What follows belongs to an exercise in optimizing a design on an open flow for small area and few clock cycles per item; a production flow would make more cautious choices. At most, simulation tests tie the RTL to the original design; equivalence was not proved. No functional check of the RTL was part of runs 2 to 5.

$ cat flow/design.v
module lens_recip (
    input  wire        clk,
    input  wire        rst,
    input  wire        start,       
    input  wire [31:0] d,           
    output wire        ready,       
    output reg         done,        
    output reg  [31:0] q            
);
    localparam IDLE = 1'b0;
    localparam RUN  = 1'b1;
    reg        state;
    reg [5:0]  count;
    reg [31:0] div;
    reg [32:0] rem;
    reg [31:0] quo;
    wire [32:0] shifted = {rem[31:0], 1'b0};
    wire [33:0] trial   = {1'b0, shifted} - {2'b00, div};
    wire        fits    = ~trial[33];
    assign ready = (state == IDLE);
    always @(posedge clk) begin
        if (rst) begin
            state <= IDLE;
            done  <= 1'b0;
            count <= 6'd0;
        end else begin
            done <= 1'b0;
            case (state)
                IDLE: begin
                    if (start) begin
                        div   <= d;
                        rem   <= 33'h1_000000;
                        quo   <= 32'd0;
                        count <= 6'd0;
                        state <= RUN;
                    end
                end
                RUN: begin
                    rem   <= fits ? trial[32:0] : shifted;
                    quo   <= {quo[30:0], fits};
                    count <= count + 6'd1;
                    if (count == 6'd31) begin
                        q     <= {quo[30:0], fits};
                        done  <= 1'b1;
                        state <= IDLE;
                    end
                end
            endcase
        end
    end
endmodule
$ cat flow/run.sh
#!/bin/bash
# synth_recipe.tcl (not shown) runs the flow's synth.tcl, then flattens the netlist and writes it again
# the make line also repeats each setting of config.mk as NAME=value (left out here)
make -C /OpenROAD-flow-scripts/flow DESIGN_CONFIG=/design/flow/config.mk WORK_HOME=/design/flow/orfs CLKGATE_MAP_FILE= SYNTH_SCRIPT=/design/flow/synth_recipe.tcl finish
$ cat flow/config.mk
export PLATFORM = sky130hd
export DESIGN_NAME = lens_recip
export DESIGN_NICKNAME = lens_recip
export VERILOG_FILES = /design/flow/design.v
export SDC_FILE = /design/flow/constraint.sdc
export NUM_CORES = 4
export LEC_CHECK = 0
export CAP_MARGIN = 20
export CORE_MARGIN = 2
export CORE_UTILIZATION = 40
export SLEW_MARGIN = 20
$ cat flow/constraint.sdc
create_clock -name core_clock -period 10.0 [get_ports {clk}]
set_input_delay 2.0000 -clock core_clock [delete_from_list [all_inputs] [get_ports {clk}]]
set_output_delay 2.0000 -clock core_clock [all_outputs]
set_load 0.01 [all_outputs]
==> results.tsv, run 1 <==
metric	value	unit
Reg clk slew, reported paths	0.06	ns
non-filler cells, final	874	
fin crit period	3.79	ns
Clock Tree Root	clkbuf_16	
status	finished clean	
Distinct cells, synth	52	
vias per cell	5.13	
CP Data Required Time	8.00	ns
worst skew pair latency	0.42	ns
Top Ports	69	
drc violations	0	
Sink Count	135	
Die W	133	um
largest net degree at the start of global routing	65	
Die ar.	17800	um^2
gr usage total	15.4	%
RSZ-0062 raised after global routing	false	
Fin Clk Skew	0.00562	ns
Max-Cap Viols	0	
Crit Path Max Fanout	25	
share of flip-flops with an asynchronous set or reset	0	%
row count	47	
most common cell after layout, fill and taps aside	edfxtp_1	
total CTS buffers	17	
initial DRC count	319	
Synth Register Bits	135	
Yosys Warn Count	1	
Fin. Hold Viols	0	
crit end category	output pin	
most frequent cells in the layout	127 x edfxtp_1, 68 x clkdlybuf4s50_1, 60 x nand2_1, 57 x a21oi_1, 38 x inv_1	
final period utilization	37.9	%
Placed Area	7590	um^2
Slew @ Worst Pin	0.863	ns
TritonCTS clock tree	done	
Max Transition Viols Final	0	
Port-buffer cells	68	
Post-Syn Area	6690	um^2
slew margin rel.	42.5	%
Crit Path Class	flip-flop to output pin	
clock tree buffer depth	2	
DP Worst Slack	6.10	ns
top_reg_cell synth	edfxtp_1	
Setup crit start kind	flip-flop	
register area share after synthesis	59.4	%
Final Cell Area	8190	um^2
placed wire-length estimate	8350	um
CTS resizes	0	
# setup viols final	0	
Peak Freq	264	MHz
first-pass GRT wire length	21700	um
GRT overflow	0	
syn nets	639	
core region area	16500	um^2
Via Count	4483	
Routed WL	13000	um
CTS Hold Bufs	0	
HP Class	flip-flop to flip-flop	
antenna-violating nets left	0	
critical path arrival	1.79	ns
Die Y	133	um
synthesized area per cell	11.7	um^2
Initial DRT Pass Iterations	5	
initial antenna violation count	0	
final-stage net count	709	
Fin Setup TNS	0	ns
post-route setup slack	6.21	ns
final RePlAce weighted congestion	0.845	
vias in the first global route	4422	
Synth-to-Final Area Change	22.5	%
Starting Density	40.6	%
layout cells sized above 1	8.10	%
ANT cells	0	
number of synthesized flops with an enable pin	127	
post-CTS setup repair buffer count	0	
DP Cell Count	842	
routed len/inst	14.9	um
Final Util	49.7	%
Mapped Cells	571	
CTS H-tree depth	4	
[synth_stat cells, types with 5 or more instances]
master    instances  area [um^2]
edfxtp_1        127         3810
nand2_1          60          225
a21oi_1          57          285
inv_1            38          143
and2_1           33          206
ha_1             32          400
nor2_1           27          101
o21ai_0          19         95.1
a21o_1           18          135
xnor2_1          16          140
clkbuf_1         14         52.6
nand3_1          14         70.1
dfxtp_1           8          160
xor2_1            8         70.1
o21a_1            7         52.6
o211ai_1          6         45.0
a31o_2            5         43.8
a31oi_1           5         31.3
and3_1            5         31.3
nand4_1           5         31.3
nor3_1            5         25.0
[worst max-delay path, cell delays in order, from the launching register on]
cell and delay, ns:
dfxtp_1 0.32, inv_2 0.40, clkdlybuf4s50_1 0.64
[cells by family (layout without fill, tap and decap cells)]
family	after synthesis	in the layout	synth area share [%]
AOI/OAI and AO/OA	147	147	14.7
and+or+nand+nor	167	167	12.1
buffers and inverters	62	145	3.87
muxes	3	3	0.449
DFF	135	135	59.4
adders and majority gates	33	33	6.29
xor gates and xnor gates	24	24	3.14
[path summary, 6_finish.rpt]
| path | from | endpoint | slack (ns) | depth (start not counted) |
|---|---|---|---|---|
| max | state | ready | 6.21 | 2 |
| min | quo[30] | q[31] | 0.42 | 0 |
| max reg2reg | rem[5] | rem[27] | 6.71 | 10 |
| min reg2reg | quo[30] | q[31] | 0.42 | 0 |
[final cells by class]
type                       instances  area (um^2)
tap                              220          275
timing repair buffer              73          718
inverter                          40          150
fill                            1490         8280
sequential                       135         3970
clock inverter                    14          171
multi-input combinational        374         2470
clock buffer                      18          429
[registers in the layout, summed over array words and instances (netlist names)]
register,count
count,6
div,32
done,1
q,32
quo,31
rem,32
state,1
[through the flow]
stage          hold slack (ns)
2_1_floorplan            0.400
3_3_place_gp             0.407
3_5_place_dp             0.405
4_1_cts                  0.418
5_1_grt                  0.425
6_report                 0.418
[layer usage]
layer / share of wire, % / GRT usage (%)
met1: 49 / 21.1
met4: 2.3 / 6.68
met2: 44 / 23.7
met5: 0 / 0
met3: 4.1 / 3.50
Testbench counts, summed over its fixed seeds: cycles 105,616, items 3,200.
==> run 2, diff against run 1 <==
==> flow/design.v (replaced) <==
module lens_recip (
    input  wire        clk,
    input  wire        rst,
    input  wire        start,
    input  wire [31:0] d,
    output wire        ready,
    output reg         done,
    output wire [31:0] q
);
    localparam K = 4;
    localparam N = 32 / K;
    localparam CW = $clog2(N);
    reg          busy;
    reg [CW-1:0] cnt;
    reg [31:0]   div;
    reg [31:0]   rem;
    reg [31:0]   quo;
    wire last = (cnt == N-1);
    assign ready = ~busy | last;
    assign q = quo;
    wire take = start & ready;
    reg [31:0] r [0:K];
    reg [K-1:0] qb;
    integer i;
    always @* begin
        r[0] = rem;
        for (i = 0; i < K; i = i + 1) begin : st
            reg [32:0] t;
            t = {r[i], 1'b0} - {1'b0, div};
            qb[K-1-i] = ~t[32];
            r[i+1] = qb[K-1-i] ? t[31:0] : {r[i][30:0], 1'b0};
        end
    end
    always @(posedge clk) begin
        quo <= {quo[31-K:0], qb};
        rem <= take ? 32'h0100_0000 : r[K];
        if (take) div <= d;
        if (rst) begin
            busy <= 1'b0;
            done <= 1'b0;
            cnt  <= 0;
        end else begin
            done <= busy & last;
            if (take) begin
                busy <= 1'b1;
                cnt  <= 0;
            end else if (busy) begin
                cnt  <= cnt + 1'b1;
                if (last) busy <= 1'b0;
            end
        end
    end
endmodule
--- a/flow/config.mk
+++ b/flow/config.mk
@@ -6,4 +6,5 @@
 export NUM_CORES = 4
 export LEC_CHECK = 0
+export ABC_AREA = 1
 export CAP_MARGIN = 20
 export CORE_MARGIN = 2
==> run 2 against run 1 <==
  * Still clean
  * Critical path type is now flip-flop to flip-flop
  * Area after synthesis up 71%
  * Synthesized cell count rose to 3.1 times the previous value
  * Design area up 61%
  * Largest cell class is now multi-input gates
==> results.tsv, run 2 <==
metric	value	unit	change
share of flip-flops with an asynchronous set or reset	0	%	unchanged
Crit Path Max Fanout	32		+28%
Max-Cap Viols	0		unchanged
Synth Register Bits	101		-25%
DP Cell Count	2241		+170%
core region area	27900	um^2	+70%
status	finished clean		
post-synthesis mux area share	0	%	-0.45 points
area leader, netlist	nand2_1		
Final Cell Area	13200	um^2	+61%
HP Class	flip-flop to flip-flop		
first-pass GRT wire length	60100	um	+180%
routed len/inst	17.3	um	+17%
TritonCTS clock tree	done		
largest family of logic cells by synthesized area	simple AND/OR/NAND/NOR gates		
Peak Freq	108	MHz	-59%
Initial DRT Pass Iterations	6		+1
Synth-to-Final Area Change	15.6	%	
worst skew pair latency	0.37	ns	-0.05 ns
Clock Tree Root	clkbuf_16		
most frequent cells in the layout	463 x nand2_1, 223 x inv_1, 179 x nor2_1, 151 x a21oi_1, 126 x ha_1		
CP Data Required Time	10.26	ns	+2.26 ns
critical path arrival	9.56	ns	+7.77 ns
share of the synthesized area in the top cell type	15.2	%	-42 points
largest net degree at the start of global routing	45		-31%
Mapped Cells	1778		+210%
Die W	173	um	+30%
Worst path slowest cell	edfxtp_1		
Die ar.	30000	um^2	+69%
antenna-violating nets left	0		unchanged
Post-Syn Area	11400	um^2	+71%
DP Worst Slack	0.108	ns	-5.99 ns
placed wire-length estimate	33400	um	+300%
# setup viols final	0		unchanged
Starting Density	41.0	%	+0.34 points
final RePlAce weighted congestion	1.02		+21%
Routed WL	39200	um	+200%
final period utilization	93.0	%	+55 points
Slew @ Worst Pin	1.09	ns	+0.224 ns
WHS	0.352	ns	-0.0667 ns
Top Ports	69		unchanged
Fin Clk Skew	0.0138	ns	+0.00817 ns
top_reg_cell synth	dfxtp_1		
initial antenna violation count	2		+2
CTS H-tree depth	3		-1
crit end category	flip-flop		
total CTS buffers	9		-8
clock tree buffer depth	2		unchanged
post-synthesis adder-cell area fraction	14.0	%	+7.7 points
Port-buffer cells	68		unchanged
Post-synth top cells	464 x nand2_1, 224 x inv_1, 179 x nor2_1		
largest registers	div: 32 flops, quo: 32 flops, rem: 32 flops		
final-stage net count	2042		+190%
Yosys Warn Count	2		+1
drc violations	0		unchanged
syn nets	1940		+200%
initial DRC count	1239		+290%
synthesized area per cell	6.43	um^2	-45%
gr usage total	25.6	%	+10 points
vias per cell	5.30		+3.3%
Placed Area	12800	um^2	+68%
vias in the first global route	11200		+150%
most used cell, CP	nand2_1		
post-route setup slack	0.699	ns	-5.51 ns
most frequent cell after synthesis	nand2_1		
top post-synthesis cells by area	nand2_1 15%, ha_1 14%, dfxtp_1 12%, edfxtp_1 8.4%, inv_1 7.3%		
Synth Area in Compound Gates	16.8	%	+2.1 points
slew margin rel.	27.3	%	-15 points
Fin. Hold Viols	0		unchanged
GRT overflow	0		unchanged
most common cell after layout, fill and taps aside	nand2_1		
Crit Path Class	flip-flop to flip-flop		
max incr delay on CP	0.54	ns	-0.10 ns
Max Transition Viols Final	0		unchanged
register area share after synthesis	20.5	%	-39 points
non-filler cells, final	2263		+160%
row count	61		+30%
Sink Count	101		-25%
Die Y	173	um	+30%
fin crit period	9.30	ns	+5.51 ns
Distinct cells, synth	49		-5.8%
layout cells sized above 1	7.85	%	-0.25 points
ANT cells	0		unchanged
number of synthesized flops with an enable pin	32		-75%
Reg clk slew, reported paths	0.08	ns	+0.02 ns
Via Count	12000		+170%
Setup crit start kind	flip-flop		
xor/xnor cell area share of the yosys netlist	8.88	%	+5.7 points
simple-gate area share of the yosys netlist	30.5	%	+18 points
==> run 2: cell types whose count changed in the layout (fill, tap and decap cells not counted), moves of 60 or more <==
cell / delta
dfxtp_1: +61
a21oi_1: +94
nor2_1: +153
edfxtp_1: -95
o21ai_0: +74
nand3_1: +60
inv_1: +185
nand2_1: +403
ha_1: +94
==> run 2: layout make-up <==
type / instances / area (um^2)
Tap cell: 378 / 473
Clock buffer: 9 / 225
Multi-Input combinational cell: 1413 / 8100
Inverter: 234 / 896
Fill cell: 2957 / 14700
Timing Repair Buffer: 121 / 1100
Sequential cell: 101 / 2340
Clock inverter: 7 / 75.1
==> run 2: repair_timing <==
| item | in CTS | in global routing |
|---|---|---|
| resized for setup | 0 | 39 |
| endpoints found under the setup margin | 0 | 33 |
| hold buffers | 0 | 0 |
| endpoints found under the hold margin | 0 | 0 |
| setup buffers | 0 | 6 |
==> run 2: per-layer routing <==
layer  up-vias  wire, um  global-route usage (%)
li1       6048         -                       -
met1      5429     18600                    36.8
met2       469     16500                    39.6
met3        45      3370                    4.84
met4         4       687                    5.54
met5         -        27                       0
==> run 2: cell families (layout without fill, tap and decap cells) <==
kind of cell	after synthesis	in the layout
flops	101	101
compound gates	349	349
buf+inv	265	371
fa+ha+maj	127	127
xor+xnor	116	116
simple gates	820	821
==> run 2: worst paths after layout <==
| path | endpoint | cells past startpoint | start | slack [ns] |
|---|---|---|---|---|
| min reg2reg | quo[17] | 0 | quo[13] | 0.35 |
| max reg2reg | rem[12] | 57 | div[0] | 0.70 |
| min | quo[17] | 0 | quo[13] | 0.35 |
| max | rem[12] | 57 | div[0] | 0.70 |
==> run 2: through the flow <==
stage                     util [%]  TNS, ns
after floorplan                  -        0
after global placement        45.8        0
after detailed placement      45.8        0
after CTS                     46.9        0
after global routing          47.3  -0.0775
final                         47.3        0
==> run 2: worst max-delay path, delay by kind of cell (launching register included) <==
| family | cells | cell delay, ns |
|---|---|---|
| and+or+nand+nor | 27 | 3.09 |
| buffers and inverters | 13 | 1.52 |
| DFF | 1 | 0.54 |
| adders and majority gates | 4 | 1.51 |
| AOI/OAI and AO/OA | 13 | 2.49 |
==> run 3, diff against run 2 <==
--- a/flow/config.mk
+++ b/flow/config.mk
@@ -6,5 +6,4 @@
 export NUM_CORES = 4
 export LEC_CHECK = 0
-export ABC_AREA = 1
 export CAP_MARGIN = 20
 export CORE_MARGIN = 2
==> run 3 against run 2 <==
  * The layout now fails its checks (negative setup slack)
  * Via count grew 1.7%
  * Fmax down 20%
  * Core utilization up 17 points
  * Wire length grew 4.8%
  * Area after synthesis fell by 5.5%
  * Design area rose by 30%
  * Sequential share of layout area down 4.0 points
  * Flip-flop and latch count stayed put
  * Clock-buffer cell count is 1 higher
  * Critical path type unchanged
==> results.tsv, run 3 <==
metric	value	unit	change
grt met1 use	39.1	%	+2.3 points
Top Ports	69		unchanged
critical path arrival	11.87	ns	+2.31 ns
antenna-violating nets left	0		unchanged
Sink Count	101		unchanged
largest net degree at the start of global routing	43		-4.4%
Setup crit start kind	flip-flop		
Die Y	168	um	-2.7%
Routed WL	41100	um	+4.8%
RSZ-0062 raised after global routing	true		
crit end category	flip-flop		
Fin Setup TNS	-52.44	ns	-52.44 ns
Synth Register Bits	101		unchanged
Setup crit start	div[0]		
Via Count	12200		+1.7%
number of synthesized flops with an enable pin	32		unchanged
post-route setup slack	-1.65	ns	-2.35 ns
M2 GR Usage	46.4	%	+6.8 points
area leader, netlist	ha_1		
top_reg_cell synth	dfxtp_1		
Final Util	64.1	%	+17 points
max incr delay on CP	0.66	ns	+0.12 ns
first-pass GRT wire length	63900	um	+6.2%
CP Data Required Time	10.21	ns	-0.05 ns
syn nets	1476		-24%
top post-synthesis cells by area	ha_1 15%, dfxtp_1 13%, edfxtp_1 8.9%, a21oi_1 7.1%, xnor2_1 6.0%		
placed wire-length estimate	32500	um	-2.6%
register area share after synthesis	21.7	%	+1.2 points
Distinct cells, synth	78		+59%
routed len/inst	18.4	um	+6.4%
Synth-to-Final Area Change	58.4	%	
Violated Checks	negative setup slack		
Max-Cap Viols	0		unchanged
Crit Path Max Fanout	8		-75%
worst flop-to-flop path startpoint	div[0]		
M3 GR Usage	4.37	%	-0.46 points
TritonCTS clock tree	done		
most frequent cell after synthesis	a21oi_1		
largest registers	div: 32 flops, quo: 32 flops, rem: 32 flops		
CTS H-tree depth	3		unchanged
layout cells sized above 1	39.6	%	+32 points
Worst path slowest cell	or4_4		
family with the most delay on the worst path	compound AO/OA/AOI/OAI gates		
fin crit period	11.65	ns	+2.35 ns
fill count	2294		-22%
drc violations	0		unchanged
GRT overflow	0		unchanged
HP Start	quo[7]		
buffer and inverter count on the worst path	10		-3
Initial DRT Pass Iterations	5		-1
Slew @ Worst Pin	0.688	ns	-0.399 ns
vias in the first global route	12100		+7.4%
final-stage net count	2046		+0.20%
Clock Tree Root	clkbuf_16		
total CTS buffers	9		unchanged
share of the synthesized area in the top cell type	14.6	%	-0.64 points
HP Class	flip-flop to flip-flop		
row count	60		-1.6%
ANT cells	0		unchanged
Port-buffer cells	68		unchanged
Mapped Cells	1314		-26%
share of flip-flops with an asynchronous set or reset	0	%	unchanged
Post-synth top cells	154 x a21oi_1, 126 x ha_1, 84 x nand2_1		
CTS Hold Bufs	0		unchanged
R2R setup slack	-1.65	ns	-2.35 ns
final period utilization	117	%	+24 points
Fin. Hold Viols	0		unchanged
slew margin rel.	54.1	%	+27 points
GRT Max-Usage Layer	met2		
gr usage total	28.6	%	+3.0 points
clock tree buffer depth	2		unchanged
Reg clk slew, reported paths	0.10	ns	+0.02 ns
Yosys Warn Count	2		unchanged
initial antenna violation count	0		-2
Die W	168	um	-2.7%
worst skew pair latency	0.37	ns	about the same
# setup viols final	33		+33
Starting Density	40.5	%	-0.50 points
most frequent cells in the layout	516 x buf_4, 132 x a21oi_1, 102 x ha_1, 84 x nand2_1		
core region area	26700	um^2	-4.3%
Die ar.	28400	um^2	-5.4%
Peak Freq	85.8	MHz	-20%
status	failed layout checks		
Crit Path Class	flip-flop to flip-flop		
Post-Syn Area	10800	um^2	-5.5%
Max Transition Viols Final	0		unchanged
synthesized area per cell	8.23	um^2	+28%
Fin Clk Skew	0.0189	ns	+0.00510 ns
most common cell after layout, fill and taps aside	buf_4		
initial DRC count	1020		-18%
vias per cell	5.47		+3.2%
final RePlAce weighted congestion	0.965		-5.5%
==> run 3: per-layer routing <==
layer | up-vias | part of all wire, %
li1 | 5989 | -
met1 | 5780 | 47
met2 | 364 | 44
met3 | 68 | 6.4
met4 | 0 | 2.8
met5 | - | 0
==> run 3: per-stage QoR <==
step | area [um^2] | hold slack, ns | cells | setup WS [ns]
floorplan | 11000 | 0.382 | 1314 | -2.02
global placement | 15500 | 0.331 | 2157 | -1.95
detailed placement | 15500 | 0.336 | 2157 | -2.27
CTS | 16800 | 0.350 | 2214 | -1.47
global route | 17100 | 0.354 | 2230 | -2.02
finish | 17100 | 0.335 | 2230 | -1.65
==> run 3: kinds of logic (layout without fill, tap and decap cells) <==
family,count (synthesis),count (layout),share of synthesized area (%)
flops,101,101,21.7
compound gates,453,453,26.9
fa+ha+maj,127,127,14.8
xor+xnor,116,116,9.40
buf+inv,129,704,5.45
simple gates,307,307,13.7
mux,81,81,8.09
==> run 3: cell type report <==
class                   count  area (um^2)  area share (%)
clock buffers              10          250            1.46
clock inverters             6         83.8           0.489
inverters                  82          345            2.02
multi-input cells        1084         8820            51.5
flip-flops and latches    101         2340            13.7
well taps                 341          427            2.49
repair buffers            604         4840            28.3
repair inverters            2         20.0           0.117
==> run 3: repair_timing <==
| item | in CTS | in global routing |
|---|---|---|
| gates resized for setup | 129 | 44 |
| setup buffers | 38 | 19 |
| pin swaps | 76 | 38 |
| cloned | 3 | 0 |
| setup endpoints to repair | 33 | 33 |
==> run 3: worst paths after layout <==
path | endpoint | depth (start not counted)
worst min register to register | quo[11] | 0
worst min-delay path | quo[11] | 0
worst max-delay path | rem[8] | 51
worst max register to register | rem[8] | 51
==> run 4, diff against run 3 <==
==> flow/design.v (replaced) <==
module lens_recip (
    input  wire        clk,
    input  wire        rst,
    input  wire        start,
    input  wire [31:0] d,
    output wire        ready,
    output reg         done,
    output wire [31:0] q
);
    localparam K  = 4;
    localparam N  = (16 + K - 1) / K;
    localparam E  = N * K - 16;           
    localparam CW = (N > 1) ? $clog2(N) : 1;
    localparam W  = 35;                    
    reg          busy;
    reg [CW-1:0] cnt;
    reg [30:0]   div;                      
    reg [2:0]    sh;                       
    reg [W-1:0]  rs, rc;                   
    reg [31:0]   qq;                       
    wire last  = (cnt == N - 1);
    wire first = (cnt == 0);
    assign ready = ~busy | last;
    wire take = start & ready;
    wire [2:0] s_in = d[31] ? 3'd0 : d[30] ? 3'd1 : d[29] ? 3'd2 :
                      d[28] ? 3'd3 : d[27] ? 3'd4 : d[26] ? 3'd5 : 3'd6;
    wire [31:0] dn_in = d << s_in;
    reg [31:0] qm1;
    reg        bz;
    integer j;
    always @* begin
        bz = 1'b1;
        for (j = 0; j < 32; j = j + 1) begin
            qm1[j] = qq[j] ^ bz;
            bz = bz & ~qq[j];
        end
    end
    wire [W-1:0] rfin = rs + rc;
    assign q = rfin[W-1] ? qm1 : qq;
    function [2:0] sel;                    
        input signed [6:0] y;
        input        [2:0] dt;
        reg signed [6:0] tm1, t0, t1, t2;
        begin
            case (dt)
                3'd0: begin tm1 = -13; t0 = -4; t1 = 4; t2 = 12; end
                3'd1: begin tm1 = -15; t0 = -6; t1 = 4; t2 = 14; end
                3'd2: begin tm1 = -16; t0 = -6; t1 = 4; t2 = 15; end
                3'd3: begin tm1 = -18; t0 = -6; t1 = 4; t2 = 16; end
                3'd4: begin tm1 = -20; t0 = -6; t1 = 6; t2 = 18; end
                3'd5: begin tm1 = -21; t0 = -6; t1 = 6; t2 = 20; end
                3'd6: begin tm1 = -22; t0 = -6; t1 = 6; t2 = 20; end
                default: begin tm1 = -24; t0 = -8; t1 = 6; t2 = 24; end
            endcase
            if (y < tm1)     sel = 3'b010;    
            else if (y < t0) sel = 3'b001;    
            else if (y < t1) sel = 3'b000;    
            else if (y < t2) sel = 3'b101;    
            else             sel = 3'b110;    
        end
    endfunction
    wire [W-1:0] dv = {3'b001, div};
    reg [W-1:0] s [0:K];
    reg [W-1:0] c [0:K];
    reg [2*K-1:0] vp, vm;                  
    reg [K-1:0]   nz;
    reg [W-1:0] o, x, s4, c4;
    reg [6:0]   y;
    reg [2:0]   g;
    integer i;
    always @* begin
        s[0] = first ? ({{(W-1){1'b0}}, 1'b1} << (24 - 2 * E + sh)) : rs;
        c[0] = first ? {W{1'b0}} : rc;
        for (i = 0; i < K; i = i + 1) begin
            s4 = {s[i][W-3:0], 2'b00};
            c4 = {c[i][W-3:0], 2'b00};
            y  = s4[W-1:W-7] + c4[W-1:W-7];
            g  = sel(y, div[30:28]);
            x  = g[1] ? {dv[W-2:0], 1'b0} : g[0] ? dv : {W{1'b0}};
            o  = g[2] ? ~x : x;
            s[i+1] = s4 ^ c4 ^ o;
            c[i+1] = {((s4[W-2:0] & c4[W-2:0]) | (s4[W-2:0] & o[W-2:0]) |
                       (c4[W-2:0] & o[W-2:0])), g[2]};
            vp[2*(K-1-i) +: 2] = g[2] ? g[1:0] : 2'b00;
            vm[2*(K-1-i) +: 2] = g[2] ? 2'b00 : g[1:0];
        end
    end
    reg vneg;
    integer m;
    always @* begin
        vneg = 1'b0;
        for (m = 0; m < K; m = m + 1)
            vneg = (vm[2*m +: 2] != 2'b00) | ((vp[2*m +: 2] == 2'b00) & vneg);
    end
    wire [2*K-1:0] vlo  = vp - vm;
    wire [31:0]    qsel = vneg ? qm1 : qq;
    wire [31:0]    qnx;
    generate
        if (2 * K < 32) begin : g_q
            assign qnx = {qsel[31-2*K:0], vlo};
        end else begin : g_q
            assign qnx = vlo[31:0];
        end
    endgenerate
    always @(posedge clk) begin
        rs <= s[K];
        rc <= c[K];
        qq <= qnx;
        if (take) begin
            div <= dn_in[30:0];
            sh  <= s_in;
        end
        if (rst) begin
            busy <= 1'b0;
            done <= 1'b0;
            cnt  <= 0;
        end else begin
            done <= busy & last;
            if (take) begin
                busy <= 1'b1;
                cnt  <= 0;
            end else if (busy) begin
                cnt  <= cnt + 1'b1;
                if (last) busy <= 1'b0;
            end
        end
    end
endmodule
--- a/flow/config.mk
+++ b/flow/config.mk
@@ -6,4 +6,5 @@
 export NUM_CORES = 4
 export LEC_CHECK = 0
+export ABC_AREA = 1
 export CAP_MARGIN = 20
 export CORE_MARGIN = 2
==> run 4 against run 3 <==
  * Still fails the layout checks on negative setup slack
  * Synthesized cell count grew 53%
  * Hold slack gained 0.11 ns
  * Clock-buffer cell count grew 9
  * Cell count grew 23%
  * Wire length grew 15%
  * Register-to-register slack lost 0.61 ns
  * Critical path type unchanged
  * Critical endpoint is now qq[11]
  * Highest routed layer unchanged
==> results.tsv, run 4 <==
metric	value	unit	change
Clock Tree Root	clkbuf_16		
Reg clk slew, reported paths	0.07	ns	-0.03 ns
Post-synth top cells	440 x nand2_1, 374 x inv_1, 206 x o21ai_0		
register area share after synthesis	20.8	%	-0.86 points
most common cell after layout, fill and taps aside	nand2_1		
number of synthesized flops with an enable pin	34		+6.3%
row count	70		+17%
met2 wire len	22900	um	+26%
clock tree buffer depth	2		unchanged
Synth-to-Final Area Change	36.7	%	
Slew @ Worst Pin	1.01	ns	+0.320 ns
Max-Cap Viols	0		unchanged
max incr delay on CP	0.54	ns	-0.12 ns
ANT cells	0		unchanged
largest net degree at the start of global routing	64		+49%
initial DRC count	832		-18%
Die W	197	um	+17%
fill count	3264		+42%
DR top layer	met4		
Top reg by flops	rs		
CTS H-tree depth	4		+1
non-filler cells, final	2753		+23%
top post-synthesis cells by area	fa_1 15%, dfxtp_1 14%, ha_1 12%, nand2_1 11%, inv_1 9.4%		
gr usage total	23.8	%	-4.8 points
antenna-violating nets left	0		unchanged
routed len/inst	17.2	um	-6.7%
slew margin rel.	32.7	%	-21 points
Sink Count	138		+37%
Placed Area	17800	um^2	+15%
top_reg_cell synth	dfxtp_1		
max reg flops	35		
Mapped Cells	2015		+53%
CP Data Required Time	10.33	ns	+0.12 ns
Port-buffer cells	68		unchanged
final period utilization	123	%	+6.1 points
first-pass GRT wire length	71600	um	+12%
Synth Register Bits	138		+37%
met3 wire len	2840	um	+7.4%
Die Y	197	um	+17%
Final Util	55.6	%	-8.5 points
Distinct cells, synth	49		-37%
most frequent cell after synthesis	nand2_1		
Top Ports	69		unchanged
most used cell, CP	inv_2		
RSZ-0062 raised after global routing	true		
synthesized area per cell	7.40	um^2	-10%
largest registers	rs: 35 flops, rc: 33 flops, qq: 32 flops		
post-route setup slack	-2.26	ns	-0.606 ns
Starting Density	40.7	%	+0.20 points
syn nets	2304		+56%
Crit Path Class	flip-flop to flip-flop		
placed wire-length estimate	35500	um	+9.3%
Fin. Hold Viols	0		unchanged
drc violations	0		unchanged
Peak Freq	81.6	MHz	-4.9%
Crit Path Max Fanout	8		unchanged
Yosys Warn Count	3		+1
Post-Syn Area	14900	um^2	+38%
Die ar.	38900	um^2	+37%
layout cells sized above 1	27.7	%	-12 points
Violated Checks	negative setup slack		
status	failed layout checks		
Routed WL	47400	um	+15%
HP Class	flip-flop to flip-flop		
Worst path slowest cell	fa_1		
share of the synthesized area in the top cell type	15.4	%	+0.85 points
Setup crit start kind	flip-flop		
vias per cell	5.07		-7.3%
DP Cell Count	2674		+24%
met1 WL	20300	um	+6.0%
core region area	36700	um^2	+37%
Initial DRT Pass Iterations	5		unchanged
Final Cell Area	20400	um^2	+19%
area leader, netlist	fa_1		
crit end category	flip-flop		
Fin Clk Skew	0.0226	ns	+0.00368 ns
most frequent cells in the layout	364 x nand2_1, 347 x inv_1, 205 x buf_4, 164 x o21ai_0, 109 x xor2_1		
Max Transition Viols Final	0		unchanged
final RePlAce weighted congestion	0.951		-1.5%
critical path arrival	12.59	ns	+0.72 ns
# setup viols final	100		+200%
Via Count	14000		+14%
vias in the first global route	13800		+14%
share of flip-flops with an asynchronous set or reset	0	%	unchanged
final-stage net count	2561		+25%
total CTS buffers	17		+8
TritonCTS clock tree	done		
CTS Hold Bufs	0		unchanged
worst skew pair latency	0.44	ns	+0.07 ns
GRT overflow	0		unchanged
initial antenna violation count	0		unchanged
fin crit period	12.26	ns	+0.606 ns
==> run 4: cell count changes after synthesis, moves of 26 or more <==
cell,before,now
a21o_1,75,2
a21oi_1,154,48
dfxtp_1,69,104
fa_1,1,115
inv_1,78,374
mux2_2,49,0
mux2i_1,30,3
nand2_1,84,440
nand3_1,48,80
o21ai_0,81,206
o21ai_1,3,29
o22ai_1,0,29
xnor2_1,74,9
xor2_1,42,136
==> run 4: area by class of cell <==
type / count / area (um^2) / share of cell area (%)
Timing Repair Buffer: 313 / 2860 / 14.0
Inverter: 387 / 1470 / 7.20
Clock inverter: 13 / 105 / 0.515
Multi-Input combinational cell: 1415 / 11800 / 58.0
Tap cell: 468 / 586 / 2.87
Clock buffer: 19 / 437 / 2.14
Sequential cell: 138 / 3110 / 15.2
==> run 4: worst paths after layout <==
kind	startpoint	cells past startpoint	slack, ns	endpoint
max reg2reg	cnt[1]	82	-2.26	qq[11]
max	cnt[1]	82	-2.26	qq[11]
min reg2reg	qq[4]	2	0.45	qq[12]
min	qq[4]	2	0.45	qq[12]
==> run 4: kinds of logic (layout without fill, tap and decap cells) <==
group                      after synthesis  in the layout  share of synthesized area (%)
AOI/OAI and AO/OA                      343            343                           12.5
xor gates and xnor gates               148            148                           8.84
adders and majority gates              254            254                           27.1
buffers and inverters                  465            732                           12.2
DFF                                    138            138                           20.8
muxes                                    3              3                          0.201
and+or+nand+nor                        664            667                           18.4
==> run 4: layer usage <==
metal  global-route usage (%)  vias to the layer above
met5                        0                        -
met4                     7.27                        0
met2                     40.2                      436
li1                         -                     6828
met3                     4.64                      103
met1                     30.8                     6591
==> run 4: worst max-delay path: cells and delay by family (launching register included) <==
family                     cells  cell delay (ns)
and+or+nand+nor               27             2.33
adders and majority gates     16             4.82
buffers and inverters         20             1.88
xor gates and xnor gates       4             0.77
DFF                            1             0.33
AOI/OAI and AO/OA             15             1.99
==> run 4: through the flow <==
| stage | hold WS [ns] | setup slack (ns) | setup TNS [ns] |
|---|---|---|---|
| 2_1_floorplan | 0.448 | -1.61 | -141.31 |
| 3_3_place_gp | 0.474 | -2.20 | -197.97 |
| 3_5_place_dp | 0.474 | -2.42 | -219.00 |
| 4_1_cts | 0.465 | -2.02 | -180.12 |
| 5_1_grt | 0.483 | -2.81 | -260.61 |
| 6_report | 0.449 | -2.26 | -207.13 |
==> run 4: what timing repair did <==
item                                    in CTS  in global routing
hold endpoints to repair                     0                  0
resized for setup                           82                263
buffers inserted                            13                 28
cloned                                       3                  6
endpoints found under the setup margin     100                100
pin swaps                                   58                145
==> run 5, diff against run 4 <==
--- a/flow/design.v
+++ b/flow/design.v
@@ -8,5 +8,5 @@
     output wire [31:0] q
 );
-    localparam K  = 4;
+    localparam K  = 3;
     localparam N  = (16 + K - 1) / K;
     localparam E  = N * K - 16;           
==> run 5 against run 4 <==
  * Now clean on timing, DRC and antenna
  * Synthesized cell count down 0.55%
  * Fmax increased by 27%
  * Setup slack better by 2.6 ns
  * Wire length fell by 17%
  * Sequential share of layout area increased by 3.4 points
  * Flip-flop and latch count increased by 1
==> results.tsv, run 5 <==
metric	value	unit	change
Synth Register Bits	139		+0.72%
Max-Cap Viols	0		unchanged
Mapped Cells	2004		-0.55%
Initial DRT Pass Iterations	7		+2
HP Class	flip-flop to flip-flop		
Fin Clk Skew	0.0193	ns	-0.00331 ns
Top Ports	69		unchanged
Routed WL	39500	um	-17%
Starting Density	40.3	%	-0.34 points
max reg flops	35		unchanged
most frequent cells in the layout	589 x nand2_1, 340 x inv_1, 152 x o21ai_0, 108 x ha_1		
max incr delay on CP	0.52	ns	-0.02 ns
slew margin rel.	43.9	%	+11 points
fin crit period	9.63	ns	-2.63 ns
Via Count	12800		-8.4%
largest registers	rs: 35 flops, rc: 33 flops, qq: 32 flops		
critical path arrival	9.93	ns	-2.66 ns
syn nets	2247		-2.5%
most used cell, CP	nand2_1		
Max Transition Viols Final	0		unchanged
Clock Tree Root	clkbuf_16		
status	finished clean		
Post-synth top cells	627 x nand2_1, 349 x inv_1, 167 x o21ai_0		
R2R setup slack	0.37	ns	+2.63 ns
final RePlAce weighted congestion	0.966		+1.6%
clock tree buffer depth	2		unchanged
top post-synthesis cells by area	nand2_1 17%, dfxtp_1 15%, fa_1 13%, ha_1 11%, inv_1 9.5%		
largest net degree at the start of global routing	64		unchanged
Crit Path Class	flip-flop to flip-flop		
Worst path slowest cell	fa_1		
gr usage total	21.7	%	-2.1 points
Reg clk slew, reported paths	0.07	ns	about the same
vias in the first global route	12200		-11%
most common cell after layout, fill and taps aside	nand2_1		
first-pass GRT wire length	62100	um	-13%
RSZ-0062 raised after global routing	true		
antenna-violating nets left	0		unchanged
ANT cells	0		unchanged
drc violations	0		unchanged
final-stage net count	2343		-8.5%
# setup viols final	0		-100%
share of the synthesized area in the top cell type	17.0	%	+1.6 points
register area share after synthesis	22.6	%	+1.8 points
synthesized area per cell	6.90	um^2	-6.8%
Setup crit start kind	flip-flop		
vias per cell	4.98		-1.8%
Final Util	48.9	%	-6.7 points
Crit Path Max Fanout	10		+2
total CTS buffers	17		unchanged
most frequent cell after synthesis	nand2_1		
CTS Hold Bufs	0		unchanged
CTS H-tree depth	4		unchanged
Sink Count	139		+0.72%
Slew @ Worst Pin	0.839	ns	-0.169 ns
post-route setup slack	0.371	ns	+2.63 ns
core region area	34300	um^2	-6.6%
placed wire-length estimate	30200	um	-15%
crit end category	flip-flop		
Synth-to-Final Area Change	21.4	%	
Post-Syn Area	13800	um^2	-7.3%
Top reg by flops	rs		
CP Data Required Time	10.30	ns	-0.03 ns
Die W	190	um	-3.7%
Port-buffer cells	68		unchanged
Final Cell Area	16800	um^2	-18%
initial DRC count	809		-2.8%
area leader, netlist	nand2_1		
share of flip-flops with an asynchronous set or reset	0	%	unchanged
GRT overflow	0		unchanged
final period utilization	96.3	%	-26 points
Peak Freq	104	MHz	+27%
Die Y	190	um	-3.7%
Distinct cells, synth	49		unchanged
row count	68		-2.9%
Fin. Hold Viols	0		unchanged
WHS	0.481	ns	+0.0318 ns
Placed Area	15200	um^2	-14%
Die ar.	36100	um^2	-7.2%
number of synthesized flops with an enable pin	34		unchanged
top_reg_cell synth	dfxtp_1		
DP Worst Slack	-0.315	ns	+2.11 ns
Yosys Warn Count	3		unchanged
worst skew pair latency	0.43	ns	about the same
TritonCTS clock tree	done		
routed len/inst	15.4	um	-11%
initial antenna violation count	0		unchanged
layout cells sized above 1	12.4	%	-15 points
-- run 5: logic make-up (layout without fill, tap and decap cells) --
| group | after synthesis | after routing | synth area share, % |
|---|---|---|---|
| compound gates | 260 | 260 | 10.0 |
| xor+xnor | 74 | 74 | 4.69 |
| fa+ha+maj | 208 | 208 | 23.6 |
| buf+inv | 444 | 551 | 12.9 |
| flops | 139 | 139 | 22.6 |
| mux | 3 | 3 | 0.217 |
| simple gates | 876 | 878 | 26.0 |
-- run 5: critical path, delay by kind of cell, from the launching register on --
| family | cells | cell delay, ns |
|---|---|---|
| AOI/OAI and AO/OA | 4 | 0.45 |
| xor gates and xnor gates | 4 | 0.86 |
| adders and majority gates | 13 | 4.12 |
| buffers and inverters | 11 | 0.98 |
| DFF | 1 | 0.32 |
| and+or+nand+nor | 37 | 2.77 |
-- run 5: what timing repair did --
item,CTS,global route
gates cloned,0,7
pin swaps,0,49
buffers inserted,0,21
gates resized for setup,12,152
endpoints found under the setup margin,87,94
-- run 5: per-stage QoR --
step | std cells | TNS [ns]
3_5_place_dp | 2507 | -16.01
6_report | 2568 | 0
5_1_grt | 2568 | -4.56
2_1_floorplan | 2004 | 0
3_3_place_gp | 2507 | -0.0296
4_1_cts | 2539 | 0
-- run 5: layout make-up --
cell class              instances  area, um^2
well taps                     455         569
fillers                      3338       17500
multi-input cells            1423        9560
repair buffers                157        1570
clock inverters                13         138
flip-flops and latches        139        3130
clock buffers                  19         443
inverters                     362        1370
-- run 5: layer usage --
layer	track usage, %	vias up	share of wire (%)	wire length (um)
li1	-	6383	-	-
met1	29.5	5912	44	17300
met2	37.0	423	48	18800
met3	2.25	65	6.0	2360
met4	5.75	0	2.7	1050
met5	0	-	0	0
-- run 5: worst paths after layout --
kind | startpoint | to | depth (start not counted)
max | cnt[1] | rs[27] | 69
max reg2reg | cnt[1] | rs[27] | 69
min reg2reg | qq[4] | qq[10] | 2
min | qq[4] | qq[10] | 2
==> run 6, diff against run 5 <==
--- a/flow/design.v
+++ b/flow/design.v
@@ -9,7 +9,6 @@
 );
     localparam K  = 3;
-    localparam N  = (16 + K - 1) / K;
-    localparam E  = N * K - 16;           
-    localparam CW = (N > 1) ? $clog2(N) : 1;
+    localparam N  = (16 + K - 1) / K;      
+    localparam CW = (N > 8) ? 4 : (N > 4) ? 3 : (N > 2) ? 2 : 1;
     localparam W  = 35;                    
     reg          busy;
@@ -19,5 +18,13 @@
     reg [W-1:0]  rs, rc;                   
     reg [31:0]   qq;                       
-    wire last  = (cnt == N - 1);
+    function [CW-1:0] ncyc;                
+        input [2:0] sv;
+        ncyc = (26 + sv + 2 * K - 1) / (2 * K) - 1;
+    endfunction
+    function [5:0] rpos;
+        input [2:0] sv;
+        rpos = 56 + sv - 2 * K * ((26 + sv + 2 * K - 1) / (2 * K));
+    endfunction
+    wire last  = (cnt == ncyc(sh));
     wire first = (cnt == 0);
     assign ready = ~busy | last;
@@ -70,5 +77,5 @@
     integer i;
     always @* begin
-        s[0] = first ? ({{(W-1){1'b0}}, 1'b1} << (24 - 2 * E + sh)) : rs;
+        s[0] = first ? ({{(W-1){1'b0}}, 1'b1} << rpos(sh)) : rs;
         c[0] = first ? {W{1'b0}} : rc;
         for (i = 0; i < K; i = i + 1) begin
@@ -94,5 +101,5 @@
     end
     wire [2*K-1:0] vlo  = vp - vm;
-    wire [31:0]    qsel = vneg ? qm1 : qq;
+    wire [31:0]    qsel = first ? {32{vneg}} : vneg ? qm1 : qq;
     wire [31:0]    qnx;
     generate
==> run 6 against run 5 <==
  * Now fails the layout checks on negative setup slack
  * Register-to-register slack worse by 2.3 ns
  * Global-route usage up 3.4 points
  * Die area up 3.1%
  * Sequential share of layout area down 2.4 points
  * Synthesized cell count up 3.4%
  * Clock skew down 0.0043 ns
  * Fmax down 19%
  * Clock-buffer cell count down 1
==> results.tsv, run 6 <==
metric	value	unit	change
Peak Freq	84.1	MHz	-19%
Via Count	14400		+13%
Violated Checks	negative setup slack		
worst flop-to-flop path startpoint	sh[0]		
worst skew pair latency	0.45	ns	+0.02 ns
Max-Cap Viols	0		unchanged
status	failed layout checks		
row count	69		+1.5%
final period utilization	119	%	+23 points
clock tree buffer depth	2		unchanged
largest registers	rs: 35 flops, rc: 33 flops, qq: 32 flops		
synthesized area per cell	6.88	um^2	-0.27%
crit end category	flip-flop		
vias per cell	5.11		+2.7%
non-filler cells, final	2819		+9.8%
share of the synthesized area in the top cell type	15.3	%	-1.7 points
Port-buffer cells	68		unchanged
CP endpoint	qq[18]		
post-route setup slack	-1.89	ns	-2.26 ns
total CTS buffers	17		unchanged
Fin. Hold Viols	0		unchanged
Post-synth top cells	583 x nand2_1, 367 x inv_1, 170 x o21ai_0		
RSZ-0062 raised after global routing	true		
Setup crit start kind	flip-flop		
family with the most delay on the worst path	buffers and inverters		
Die W	193	um	+1.5%
number of synthesized flops with an enable pin	34		unchanged
slew margin rel.	37.2	%	-6.8 points
fin crit period	11.89	ns	+2.26 ns
first-pass GRT wire length	72100	um	+16%
Worst path slowest cell	fa_1		
Starting Density	40.4	%	+0.073 points
gr usage total	25.1	%	+3.4 points
Max Transition Viols Final	0		unchanged
most frequent cell after synthesis	nand2_1		
core region area	35300	um^2	+3.0%
share of flip-flops with an asynchronous set or reset	0	%	unchanged
CTS H-tree depth	4		unchanged
Fin Clk Skew	0.0150	ns	-0.00429 ns
met2 wire len	21900	um	+16%
Clock Tree Root	clkbuf_16		
Yosys Warn Count	3		unchanged
buffer and inverter count on the worst path	58		+47
# setup viols final	100		+100
most common cell after layout, fill and taps aside	nand2_1		
Top Ports	69		unchanged
CP Depth	90		+30%
Routed WL	47300	um	+20%
fill count	3266		-2.2%
max reg flops	35		unchanged
final RePlAce weighted congestion	0.964		-0.21%
Die ar.	37200	um^2	+3.1%
Crit Path Max Fanout	15		+5
initial antenna violation count	0		unchanged
area leader, netlist	nand2_1		
met1 WL	20100	um	+16%
vias in the first global route	13700		+13%
reg2reg path depth	90		+30%
top post-synthesis cells by area	nand2_1 15%, dfxtp_1 15%, fa_1 12%, ha_1 12%, inv_1 9.7%		
R2R Path End	qq[18]		
critical path arrival	12.23	ns	+2.30 ns
max incr delay on CP	0.52	ns	about the same
Synth Register Bits	139		unchanged
R2R setup slack	-1.89	ns	-2.26 ns
final-stage net count	2603		+11%
Synth-to-Final Area Change	34.6	%	
initial DRC count	1057		+31%
Sink Count	139		unchanged
Reg clk slew, reported paths	0.07	ns	about the same
Setup crit start	sh[0]		
Die Y	193	um	+1.5%
ANT cells	0		unchanged
Mapped Cells	2073		+3.4%
register area share after synthesis	21.9	%	-0.69 points
HP Class	flip-flop to flip-flop		
largest net degree at the start of global routing	62		-3.1%
Post-Syn Area	14300	um^2	+3.2%
drc violations	0		unchanged
Crit Path Class	flip-flop to flip-flop		
Final Util	54.4	%	+5.4 points
syn nets	2331		+3.7%
placed wire-length estimate	34500	um	+14%
layout cells sized above 1	21.7	%	+9.4 points
Initial DRT Pass Iterations	6		-1
Slew @ Worst Pin	0.942	ns	+0.103 ns
Top reg by flops	rs		
TritonCTS clock tree	done		
DR top layer	met4		
Distinct cells, synth	48		-2.0%
most frequent cells in the layout	547 x nand2_1, 345 x inv_1, 227 x buf_4, 159 x o21ai_0, 113 x ha_1		
GRT overflow	0		unchanged
most used cell, CP	buf_4		
antenna-violating nets left	0		unchanged
DP Cell Count	2695		+7.5%
top_reg_cell synth	dfxtp_1		
CP Data Required Time	10.34	ns	+0.04 ns
met3 wire len	3550	um	+50%
routed len/inst	16.8	um	+9.0%
[run 6: worst min-delay path, stage by stage, from the launching register on]
cell     delay, ns
dfxtp_1       0.34
nand2_1       0.08
a21oi_1       0.06
[run 6: cell families (layout without fill, tap and decap cells)]
group,Yosys count,count (layout),synth area share (%)
and+or+nand+nor,842,845,24.2
buffers and inverters,467,749,12.7
AOI/OAI and AO/OA,321,321,12.0
adders and majority gates,223,223,24.2
DFF,139,139,21.9
xor gates and xnor gates,78,78,4.79
muxes,3,3,0.211
[run 6: layer usage]
metal	global-route usage [%]	up-vias
met2	41.3	550
met5	0	-
met1	32.9	6741
met4	9.01	0
li1	-	7015
met3	4.44	110
[run 6: area by class of cell]
| type | count | area, um^2 | share of cell area (%) |
|---|---|---|---|
| repair buffers | 328 | 2970 | 15.5 |
| well taps | 461 | 577 | 3.00 |
| repair inverters | 1 | 8.76 | 0.0456 |
| clock inverters | 14 | 134 | 0.697 |
| flip-flops and latches | 139 | 3120 | 16.3 |
| multi-input cells | 1470 | 10500 | 54.5 |
| inverters | 388 | 1510 | 7.84 |
| clock buffers | 18 | 429 | 2.24 |
[run 6: how the worst min path moves through the flow]
stage / start / end / cells past startpoint
2_1_floorplan: cnt[0] / cnt[0] / 2
3_3_place_gp: cnt[2] / cnt[2] / 2
3_5_place_dp: cnt[2] / cnt[2] / 2
4_1_cts: cnt[2] / cnt[2] / 2
5_1_grt: cnt[2] / cnt[2] / 2
6_report: cnt[2] / cnt[2] / 2
[run 6: stage by stage]
step | setup WS, ns | cell area (um^2) | hold WS [ns] | setup TNS [ns]
finish | -1.89 | 19200 | 0.523 | -167.36
global route | -2.52 | 19200 | 0.562 | -231.42
CTS | -1.48 | 18100 | 0.526 | -131.67
detailed placement | -1.80 | 17000 | 0.513 | -163.03
global placement | -1.68 | 17000 | 0.492 | -152.33
floorplan | -1.33 | 14700 | 0.467 | -110.25
[run 6: timing repair]
action / CTS / global route
endpoints found under the setup margin: 100 / 100
cloned: 3 / 7
buffers inserted: 52 / 30
resized for setup: 32 / 150
pin swaps: 28 / 65
hold buffers: 0 / 0
Testbench counts of run 6, summed over its fixed seeds: cycles 16,601, items 3,200.

==> afterwards: timing with drivers on the ports <==
How much do the figures lean on ideal ports? The routed layouts below were timed once more, with nothing changed but the port constraints. Step 1: set_driving_cell puts a clkbuf_16 on clk and a buf_2 on each other input, an assumption about the parent block. Step 2 also shifts input and output timing later by t, the mid clock arrival at the registers, as if the neighbouring blocks saw the same clock. Three values: ideal, step 1, step 2; two values: the first two.
run	t (ns)	setup WS [ns]	worst setup path at the end	clock arrival spread, ns	worst register clock-pin slew, ns
run 1	0.456	6.210 / 6.171 / 6.070	input to register	0.006 / 0.006	0.06 / 0.06
run 2	0.411	0.699 / 0.699 / 0.699	register to register	0.014 / 0.014	0.09 / 0.09
run 3	0.414	-1.654 / -1.654 / -1.654	register to register	0.019 / 0.020	0.10 / 0.10
run 4	0.481	-2.259 / -2.259 / -2.259	register to register	0.022 / 0.022	0.07 / 0.07
run 5	0.474	0.371 / 0.371 / 0.371	register to register	0.019 / 0.019	0.07 / 0.07
run 6	0.492	-1.889 / -1.889 / -1.889	register to register	0.015 / 0.015	0.07 / 0.07
For run 1, which loses most, drivers alone change the setup slack by -0.039 ns; drivers and shift together by -0.140 ns.
